Source: an optimization exercise on an open RTL-to-GDS flow (aim: small area, a short achievable clock period and few clock cycles per item). Production flows keep margins and buffers that such runs may drop. RTL that was checked went through simulation tests only; none was proved equivalent to the original. Power is estimated from default activity; no workload was simulated.

==> flow/design.v (excerpt) <==
module red_combine (
    input  wire        clk,
    input  wire        rst,
    input  wire        in_valid,
    input  wire        in_int,
    input  wire [63:0] in_a,
    input  wire [63:0] in_b,
    output reg         out_valid,
    output reg  [63:0] out_sum,
    output reg  [1:0]  out_flags
);
Settings: LEC_CHECK=0, ABC_AREA=1, CAP_MARGIN=20, CORE_MARGIN=2, CORE_UTILIZATION=40, CTS_BUF_LIST=sky130_fd_sc_hd__clkbuf_4 sky130_fd_sc_hd__clkbuf_8, SLEW_MARGIN=20; clock period 18.0 ns.
standard.sh (not shown) runs the stock make flow with config.mk's settings and CLKGATE_MAP_FILE= SYNTH_SCRIPT=/design/flow/synth_recipe.tcl, a recipe that flattens the netlist after the stock synthesis.
==> flow/flow/run.sh <==
#!/bin/bash
# The standard layout (standard.sh: ORFS synthesis through finish), with
# three changes:
#  - synthesis leaves adders to ABC: ADDER_MAP_FILE is empty, so Yosys does
#    not extract half and full adder cells before ABC maps the logic.  The
#    synthesis script, the registers and everything else are unchanged;
#  - the input and output ports get sky130_fd_sc_hd__buf_2 port buffers in
#    place of the cell buffer_ports picks by default;
#  - ORFS's timing repair (after floorplan, CTS and global routing) aims for
#    a setup slack of MARGIN ns, not 0: the constraints and clock period stay
#    the design's, the repair only works harder.
# make's full output goes to std_flow.log here; ORFS keeps each step's log
# under orfs/logs.
set -euo pipefail
MARGIN=13
bash standard.sh "ADDER_MAP_FILE=" "SETUP_SLACK_MARGIN=$MARGIN" \
    "BUFFER_PORTS_ARGS=-buffer_cell sky130_fd_sc_hd__buf_2" finish > std_flow.log 2>&1
The starting point went through all stages and came out clean.
==> next run, changes <==
--- a/flow/config.mk
+++ b/flow/config.mk
@@ -11,3 +11,2 @@
 export CORE_UTILIZATION = 40
-export CTS_BUF_LIST = sky130_fd_sc_hd__clkbuf_4 sky130_fd_sc_hd__clkbuf_8
 export SLEW_MARGIN = 20
After rerunning: The changed run completed without violations. Global-route usage goes down by 0.36 points. Setup slack gets worse by 0.084 ns. Synthesized cell count stays the same. Final cell count shrinks by 0.72%. Clock-buffer cell count is lower by 33. Area after synthesis does not change. Flip-flop and latch count is unchanged.
No run of this note included a check of the RTL's function; only the layout flow was run.

* * *

red_combine, a different RTL version from the one above (not shown whole).
For scale: about 2300 cells after synthesis, roughly 0.018 mm2 of cells after synthesis.
export LEC_CHECK = 0
export ABC_AREA = 1
export CAP_MARGIN = 20
export CORE_MARGIN = 2
export CORE_UTILIZATION = 40
export SLEW_MARGIN = 20
create_clock -name core_clock -period 18.0 [get_ports {clk}]
==> flow/flow/run.sh <==
#!/bin/bash
# The standard layout (standard.sh: ORFS synthesis through finish), with
# three changes:
#  - synthesis maps with flow/abc_area.script (ABC_AREA=1) in place of ORFS's
#    area script: the same ABC mapping, given a delay target (map -D) so that
#    it recovers area only off the critical paths.  The ORFS scripts are
#    copied to scripts/ here with that one file replaced; registers and the
#    other synthesis passes are unchanged;
#  - the input and output ports get sky130_fd_sc_hd__buf_2 port buffers in
#    place of the cell buffer_ports picks by default;
#  - ORFS's timing repair (after floorplan, CTS and global routing) aims for
#    a setup slack of MARGIN ns, not 0: the constraints and clock period stay
#    the design's, the repair only works harder.
# make's full output goes to std_flow.log here; ORFS keeps each step's log
# under orfs/logs.
set -euo pipefail
MARGIN=12
rm -rf scripts
cp -r "$FLOW_HOME/scripts" scripts
cp flow/abc_area.script scripts/abc_area.script
bash standard.sh "SCRIPTS_DIR=$PWD/scripts" "SETUP_SLACK_MARGIN=$MARGIN" \
    "BUFFER_PORTS_ARGS=-buffer_cell sky130_fd_sc_hd__buf_2" finish > std_flow.log 2>&1
==> flow/flow/abc_area.script <==
strash
&get -n
&st
&syn2
&if -g -K 6
&synch2
&nf
&put
buffer -c
upsize -c
dnsize -c
Testbench counts at the start, summed over its fixed seeds: cycles 24,024, items 24,000.
Next try:
==> flow/flow/run.sh (replaced) <==
#!/bin/bash
# The standard layout (standard.sh: ORFS synthesis through finish), with
# two changes:
#  - the input and output ports get sky130_fd_sc_hd__buf_2 port buffers in
#    place of the cell buffer_ports picks by default;
#  - ORFS's timing repair (after floorplan, CTS and global routing) aims for
#    a setup slack of SETUP_SLACK_MARGIN ns below, not 0: the constraints and
#    clock period stay the design's, the repair only works harder.
# make's full output goes to std_flow.log here; ORFS keeps each step's log
# under orfs/logs.
set -euo pipefail
MARGIN=11.5
bash standard.sh "SETUP_SLACK_MARGIN=$MARGIN" \
    "BUFFER_PORTS_ARGS=-buffer_cell sky130_fd_sc_hd__buf_2" finish > std_flow.log 2>&1
removed: flow/flow/abc_area.script
The changed run completed without violations.
Total power decreases by 0.39%.
Clock-buffer cell count increases by 5.
Design area goes down by 1.6%.
First-iteration DRC count is lower by 8.6%.
Worst setup slack is worse by 0.31 ns.
Critical path depth grows by 16.
Sequential share of layout area rises by 0.33 points.
Next try:
--- a/flow/flow/run.sh
+++ b/flow/flow/run.sh
@@ -12 +12 @@
-MARGIN=11.5
+MARGIN=12
CORE_UTILIZATION = 55   (was 40)
Outcome: The new run produced a clean layout. Clock power went down by roughly a tenth. Count of clock-buffer cells in the layout went down by 2. Setup slack improves by 0.28 ns. Routed wire length is about the same. Cell area went down slightly.

* * *

red_combine, a different RTL version from the one above (not shown whole).
For scale: about 2900 cells after synthesis, ~200 I/O pins, about 0.019 sq mm of cells after synthesis.
clock: 18.0 ns
lec_check: 0
abc_area: 1
cap_margin: 20
core_margin: 2
core_utilization: 40
slew_margin: 20
==> flow/flow/run.sh <==
#!/bin/bash
# The standard layout (standard.sh: ORFS synthesis through finish), with
# two changes:
#  - the input and output ports get sky130_fd_sc_hd__buf_2 port buffers in
#    place of the cell buffer_ports picks by default;
#  - ORFS's timing repair (after floorplan, CTS and global routing) aims for
#    a setup slack of SETUP_SLACK_MARGIN ns below, not 0: the constraints and
#    clock period stay the design's, the repair only works harder.
# make's full output goes to std_flow.log here; ORFS keeps each step's log
# under orfs/logs.
set -euo pipefail
MARGIN=12
bash standard.sh "SETUP_SLACK_MARGIN=$MARGIN" \
    "BUFFER_PORTS_ARGS=-buffer_cell sky130_fd_sc_hd__buf_2" finish > std_flow.log 2>&1
Change:
--- a/flow/flow/run.sh
+++ b/flow/flow/run.sh
@@ -3 +3,6 @@
-# two changes:
+# three changes:
+#  - synthesis maps with flow/abc_area.script (ABC_AREA=1) in place of ORFS's
+#    area script: the same ABC mapping, given a delay target (map -D) so that
+#    it recovers area only off the critical paths.  The ORFS scripts are
+#    copied to scripts/ here with that one file replaced; registers and the
+#    other synthesis passes are unchanged;
@@ -7,2 +12,2 @@
-#    a setup slack of SETUP_SLACK_MARGIN ns below, not 0: the constraints and
-#    clock period stay the design's, the repair only works harder.
+#    a setup slack of MARGIN ns, not 0: the constraints and clock period stay
+#    the design's, the repair only works harder.
@@ -13 +18,4 @@
-bash standard.sh "SETUP_SLACK_MARGIN=$MARGIN" \
+rm -rf scripts
+cp -r "$FLOW_HOME/scripts" scripts
+cp flow/abc_area.script scripts/abc_area.script
+bash standard.sh "SCRIPTS_DIR=$PWD/scripts" "SETUP_SLACK_MARGIN=$MARGIN" \
==> flow/flow/abc_area.script (new file) <==
strash
dch
map -D 4000
topo
stime -c
buffer -c
upsize -c
dnsize -c
Effect:
- cell count goes down by 8.1%
- power shrinks by about 3%
- cell area hardly moves
- setup slack degrades by 0.31 ns
Change:
--- a/flow/flow/run.sh
+++ b/flow/flow/run.sh
@@ -3 +3 @@
-# three changes:
+# two changes:
@@ -7,2 +7,2 @@
-#    copied to scripts/ here with that one file replaced; registers and the
-#    other synthesis passes are unchanged;
+#    copied to scripts/ here with that one file replaced; registers, the
+#    synthesis passes and everything after synthesis are unchanged;
@@ -10,4 +10 @@
-#    place of the cell buffer_ports picks by default;
-#  - ORFS's timing repair (after floorplan, CTS and global routing) aims for
-#    a setup slack of MARGIN ns, not 0: the constraints and clock period stay
-#    the design's, the repair only works harder.
+#    place of the cell buffer_ports picks by default.
@@ -17 +13,0 @@
-MARGIN=12
@@ -21 +17 @@
-bash standard.sh "SCRIPTS_DIR=$PWD/scripts" "SETUP_SLACK_MARGIN=$MARGIN" \
+bash standard.sh "SCRIPTS_DIR=$PWD/scripts" \
Effect: Maximum frequency decreases by about a fifth. Synthesized cell count is unchanged. Design area decreases by roughly a tenth.
Function was not checked in any run of this note: the RTL went through the layout flow alone.

* * *

== job 101 ==
red_combine, a different RTL version from the one above (not shown whole).
Size: roughly 3,200 cells after synthesis, roughly 240 flip-flops, about 19,000 µm² of cells after synthesis.
clock: 18.0 ns
lec_check: 0
abc_area: 1
cap_margin: 20
core_margin: 2
core_utilization: 40
slew_margin: 20
==> flow/flow/run.sh <==
#!/bin/bash
# The standard layout (standard.sh: ORFS synthesis through finish), with
# three changes:
#  - synthesis leaves adders to ABC: ADDER_MAP_FILE is empty, so Yosys does
#    not extract half and full adder cells before ABC maps the logic.  The
#    synthesis script, the registers and everything else are unchanged;
#  - the input and output ports get sky130_fd_sc_hd__buf_2 port buffers in
#    place of the cell buffer_ports picks by default;
#  - ORFS's timing repair (after floorplan, CTS and global routing) aims for
#    a setup slack of MARGIN ns, not 0: the constraints and clock period stay
#    the design's, the repair only works harder.
# make's full output goes to std_flow.log here; ORFS keeps each step's log
# under orfs/logs.
set -euo pipefail
MARGIN=12.5
bash standard.sh "ADDER_MAP_FILE=" "SETUP_SLACK_MARGIN=$MARGIN" \
    "BUFFER_PORTS_ARGS=-buffer_cell sky130_fd_sc_hd__buf_2" finish > std_flow.log 2>&1
Job 101 ended with every stage complete and zero timing, DRC or antenna violations.
Testbench counts of job 101, summed over its fixed seeds: cycles 24,024, items 24,000.
What job 102 does differently from job 101 at the input level:
diff --git a/flow/flow/run.sh b/flow/flow/run.sh
--- a/flow/flow/run.sh
+++ b/flow/flow/run.sh
@@ -7 +7 @@
-#  - the input and output ports get sky130_fd_sc_hd__buf_2 port buffers in
+#  - the input and output ports get sky130_fd_sc_hd__buf_1 port buffers in
@@ -17 +17 @@
-    "BUFFER_PORTS_ARGS=-buffer_cell sky130_fd_sc_hd__buf_2" finish > std_flow.log 2>&1
+    "BUFFER_PORTS_ARGS=-buffer_cell sky130_fd_sc_hd__buf_1" finish > std_flow.log 2>&1
==> run summary <==
Detailed placement HPWL down 3800 µm in job 102 wrt job 101. Number of signal-net inverters in the final layout delta (job 102 -> job 101): insignificant. Comparing job 102 and job 101, the lower number of logic stages on the critical path including buffering was measured on job 101. Amount of wire on met2 after detailed routing: job 102 vs job 101 down 9.3%. Of job 102 and job 101, the run reporting the higher power share of the combinational group was job 101.
> inputs changed (job 102 -> job 103)
diff --git a/flow/flow/run.sh b/flow/flow/run.sh
--- a/flow/flow/run.sh
+++ b/flow/flow/run.sh
@@ -7 +7 @@
-#  - the input and output ports get sky130_fd_sc_hd__buf_1 port buffers in
+#  - the input and output ports get sky130_fd_sc_hd__buf_2 port buffers in
@@ -15 +15 @@
-MARGIN=12.5
+MARGIN=13
@@ -17 +17 @@
-    "BUFFER_PORTS_ARGS=-buffer_cell sky130_fd_sc_hd__buf_1" finish > std_flow.log 2>&1
+    "BUFFER_PORTS_ARGS=-buffer_cell sky130_fd_sc_hd__buf_2" finish > std_flow.log 2>&1
Notes after the runs:
Re effective utilization at floorplan: no difference whatsoever between job 103 and job 102.
Of the two values seen for slowest stage cell on the critical path, a2111oi_4 was produced by job 103 and a2111oi_1 by job 102.
Compared with job 102, job 103 shows post-route cell area higher by 8.0%.
Looking at critical path startpoint, the in_a[7] result is from job 103; the in_b[6] one comes from job 102.
Between job 103 and job 102, it is job 103 whose area growth from synthesis to final layout is higher, by 9.0 points.

* * *

Another version of the RTL of red_combine (not shown whole).
Size: roughly 3300 cells after synthesis, roughly 240 flip-flops, about 200 I/O pins, about 19000 µm² of cells after synthesis.
Settings: LEC_CHECK=0, ABC_AREA=1, CAP_MARGIN=20, CORE_MARGIN=2, CORE_UTILIZATION=40, SLEW_MARGIN=20; clock period 18.0 ns.
==> flow/flow/run.sh <==
#!/bin/bash
# The standard layout (standard.sh: ORFS synthesis through finish), with
# three changes:
#  - synthesis leaves adders to ABC: ADDER_MAP_FILE is empty, so Yosys does
#    not extract half and full adder cells before ABC maps the logic.  The
#    synthesis script, the registers and everything else are unchanged;
#  - the input and output ports get sky130_fd_sc_hd__buf_2 port buffers in
#    place of the cell buffer_ports picks by default;
#  - ORFS's timing repair (after floorplan, CTS and global routing) aims for
#    a setup slack of MARGIN ns, not 0: the constraints and clock period stay
#    the design's, the repair only works harder.
# make's full output goes to std_flow.log here; ORFS keeps each step's log
# under orfs/logs.
set -euo pipefail
MARGIN=13
bash standard.sh "ADDER_MAP_FILE=" "SETUP_SLACK_MARGIN=$MARGIN" \
    "BUFFER_PORTS_ARGS=-buffer_cell sky130_fd_sc_hd__buf_2" finish > std_flow.log 2>&1
Edit:
==> flow/flow/run.sh (replaced) <==
#!/bin/bash
# The standard layout (standard.sh: ORFS synthesis through finish), with
# four changes:
#  - synthesis leaves adders to ABC: ADDER_MAP_FILE is empty, so Yosys does
#    not extract half and full adder cells before ABC maps the logic;
#  - ABC maps with flow/abc_area.script (ABC_AREA=1) in place of ORFS's
#    area script: Yosys's own default mapping script for a liberty library,
#    without ABC's buffering and sizing, which the placement and timing
#    repair below do instead.  The ORFS scripts are copied to scripts/ here
#    with that one file replaced; registers and the other synthesis passes
#    are unchanged;
#  - the input and output ports get sky130_fd_sc_hd__buf_2 port buffers in
#    place of the cell buffer_ports picks by default;
#  - ORFS's timing repair (after floorplan, CTS and global routing) aims for
#    a setup slack of MARGIN ns, not 0: the constraints and clock period stay
#    the design's, the repair only works harder.
# make's full output goes to std_flow.log here; ORFS keeps each step's log
# under orfs/logs.
set -euo pipefail
MARGIN=12
rm -rf scripts
cp -r "$FLOW_HOME/scripts" scripts
cp flow/abc_area.script scripts/abc_area.script
bash standard.sh "SCRIPTS_DIR=$PWD/scripts" "ADDER_MAP_FILE=" "SETUP_SLACK_MARGIN=$MARGIN" \
    "BUFFER_PORTS_ARGS=-buffer_cell sky130_fd_sc_hd__buf_2" finish > std_flow.log 2>&1
==> flow/flow/abc_area.script (new file) <==
strash
&get -n
&fraig -x
&put
scorr
dc2
dretime
strash
&get -n
&dch -f
&nf
&put
Outcome: The changed run finished clean; hold slack improved by 0.018 ns; final area decreases by 3.8%; wire length came out lower by 17%; worst setup slack is worse by 5.6 ns; clock power decreases by about 8%; synthesized cell count drops by 40%; total power grows by 0.41%; die area fell by about 17%; core utilization grows by 7.8 points; via count came out lower by 24%; final cell count goes down by about 28%.
Edit:
==> flow/flow/run.sh (replaced) <==
#!/bin/bash
# The standard layout (standard.sh: ORFS synthesis through finish), with
# two changes:
#  - the input and output ports get sky130_fd_sc_hd__buf_2 port buffers in
#    place of the cell buffer_ports picks by default;
#  - ORFS's timing repair (after floorplan, CTS and global routing) aims for
#    a setup slack of SETUP_SLACK_MARGIN ns below, not 0: the constraints and
#    clock period stay the design's, the repair only works harder.
# make's full output goes to std_flow.log here; ORFS keeps each step's log
# under orfs/logs.
set -euo pipefail
MARGIN=12
bash standard.sh "SETUP_SLACK_MARGIN=$MARGIN" \
    "BUFFER_PORTS_ARGS=-buffer_cell sky130_fd_sc_hd__buf_2" finish > std_flow.log 2>&1
removed: flow/flow/abc_area.script
The changed run completed without violations.
Area after synthesis rises by 18%.
Total power rises by 4.7%.
Combinational power rises by about 9%.
Cell area falls by 1.3%.
Wire length rises by 16%.
Global-route usage falls by 0.26 points.
Clock power rises by 8.5%.
Edit:
==> flow/flow/run.sh (replaced) <==
#!/bin/bash
# The standard layout (standard.sh: ORFS synthesis through finish), with
# three changes:
#  - synthesis leaves adders to ABC: ADDER_MAP_FILE is empty, so Yosys does
#    not extract half and full adder cells before ABC maps the logic.  The
#    synthesis script, the registers and everything else are unchanged;
#  - the input and output ports get sky130_fd_sc_hd__buf_2 port buffers in
#    place of the cell buffer_ports picks by default;
#  - ORFS's timing repair (after floorplan, CTS and global routing) aims for
#    a setup slack of MARGIN ns, not 0: the constraints and clock period stay
#    the design's, the repair only works harder.
# make's full output goes to std_flow.log here; ORFS keeps each step's log
# under orfs/logs.
set -euo pipefail
MARGIN=12
bash standard.sh "ADDER_MAP_FILE=" "SETUP_SLACK_MARGIN=$MARGIN" \
    "BUFFER_PORTS_ARGS=-buffer_cell sky130_fd_sc_hd__buf_2" finish > std_flow.log 2>&1
Clock skew hardly moves.
Critical path depth grows by 6.
Clock power shrinks by 4.8%.
Die area grows by about 2%.
Non-clock buffer count shrinks by 23.
Via count grows by 4.8%.
Worst hold slack hardly moves.
First-iteration DRC count grows by 15%.
Sequential power shrinks by about 0.9%.
Synthesized area grows by 2.1%.
Clock-buffer cell count shrinks by 2.
Function was not checked in any run of this note: the RTL went through the layout flow alone.

## port drivers added, routing unchanged
Ports are ideal in the flow. The routed layouts listed here were re-timed in OpenROAD. Step 1 assumes that a clkbuf_16 drives the clock port and a buf_2 every other input. Step 2, shift: input delay + t, output delay - t, t = (earliest + latest rising clock arrival at the registers) / 2. This alone moves slack from input paths to output paths. Slacks: ideal / step 1 / step 2; pairs: ideal / step 1.
run | shift t [ns] | setup WS [ns] | worst hold slack (ns) | worst setup path after step 2 | clock arrival spread, ns
the first run of note 1 | 0.663 | 13.060 / 13.091 / 12.428 | 0.404 / 0.404 / 0.404 | input to register | 0.033 / 0.033
the second run of note 1 | 0.623 | 12.976 / 13.014 / 12.391 | 0.404 / 0.404 / 0.404 | input to register | 0.017 / 0.017
the first run of note 2 | 0.619 | 12.097 / 12.124 / 11.504 | 0.431 / 0.431 / 0.431 | input to register | 0.014 / 0.015
the second run of note 2 | 0.643 | 11.786 / 11.786 / 11.202 | 0.388 / 0.388 / 0.388 | input to register | 0.041 / 0.041
the third run of note 2 | 0.614 | 12.064 / 12.104 / 11.490 | 0.416 / 0.416 / 0.416 | input to register | 0.012 / 0.012
the first run of note 3 | 0.616 | 12.021 / 12.015 / 11.399 | 0.397 / 0.397 / 0.397 | input to register | 0.034 / 0.034
the second run of note 3 | 0.617 | 11.710 / 11.726 / 11.109 | 0.400 / 0.400 / 0.400 | input to register | 0.036 / 0.036
the third run of note 3 | 0.617 | 10.681 / 10.681 / 10.681 | 0.404 / 0.404 / 0.404 | register to register | 0.033 / 0.033
job 101 | 0.619 | 12.645 / 12.646 / 12.026 | 0.383 / 0.383 / 0.383 | input to register | 0.037 / 0.037
job 102 | 0.611 | 12.580 / 12.612 / 12.000 | 0.405 / 0.405 / 0.405 | input to register | 0.022 / 0.023
job 103 | 0.615 | 12.845 / 12.868 / 12.254 | 0.399 / 0.399 / 0.399 | input to register | 0.019 / 0.019
the first run of note 5 | 0.624 | 12.479 / 12.490 / 11.866 | 0.408 / 0.408 / 0.408 | input to register | 0.009 / 0.010
the second run of note 5 | 0.613 | 6.850 / 6.850 / 6.850 | 0.426 / 0.426 / 0.426 | register to register | 0.014 / 0.014
the third run of note 5 | 0.610 | 12.162 / 12.186 / 11.576 | 0.403 / 0.403 / 0.403 | input to register | 0.020 / 0.020
the fourth run of note 5 | 0.615 | 12.285 / 12.321 / 11.706 | 0.403 / 0.403 / 0.403 | input to register | 0.018 / 0.018
After both steps setup and hold are still met in every run listed. The setup slack of the first run of note 1, which loses most, moves by +0.031 ns with the drivers and by -0.632 ns with both steps.
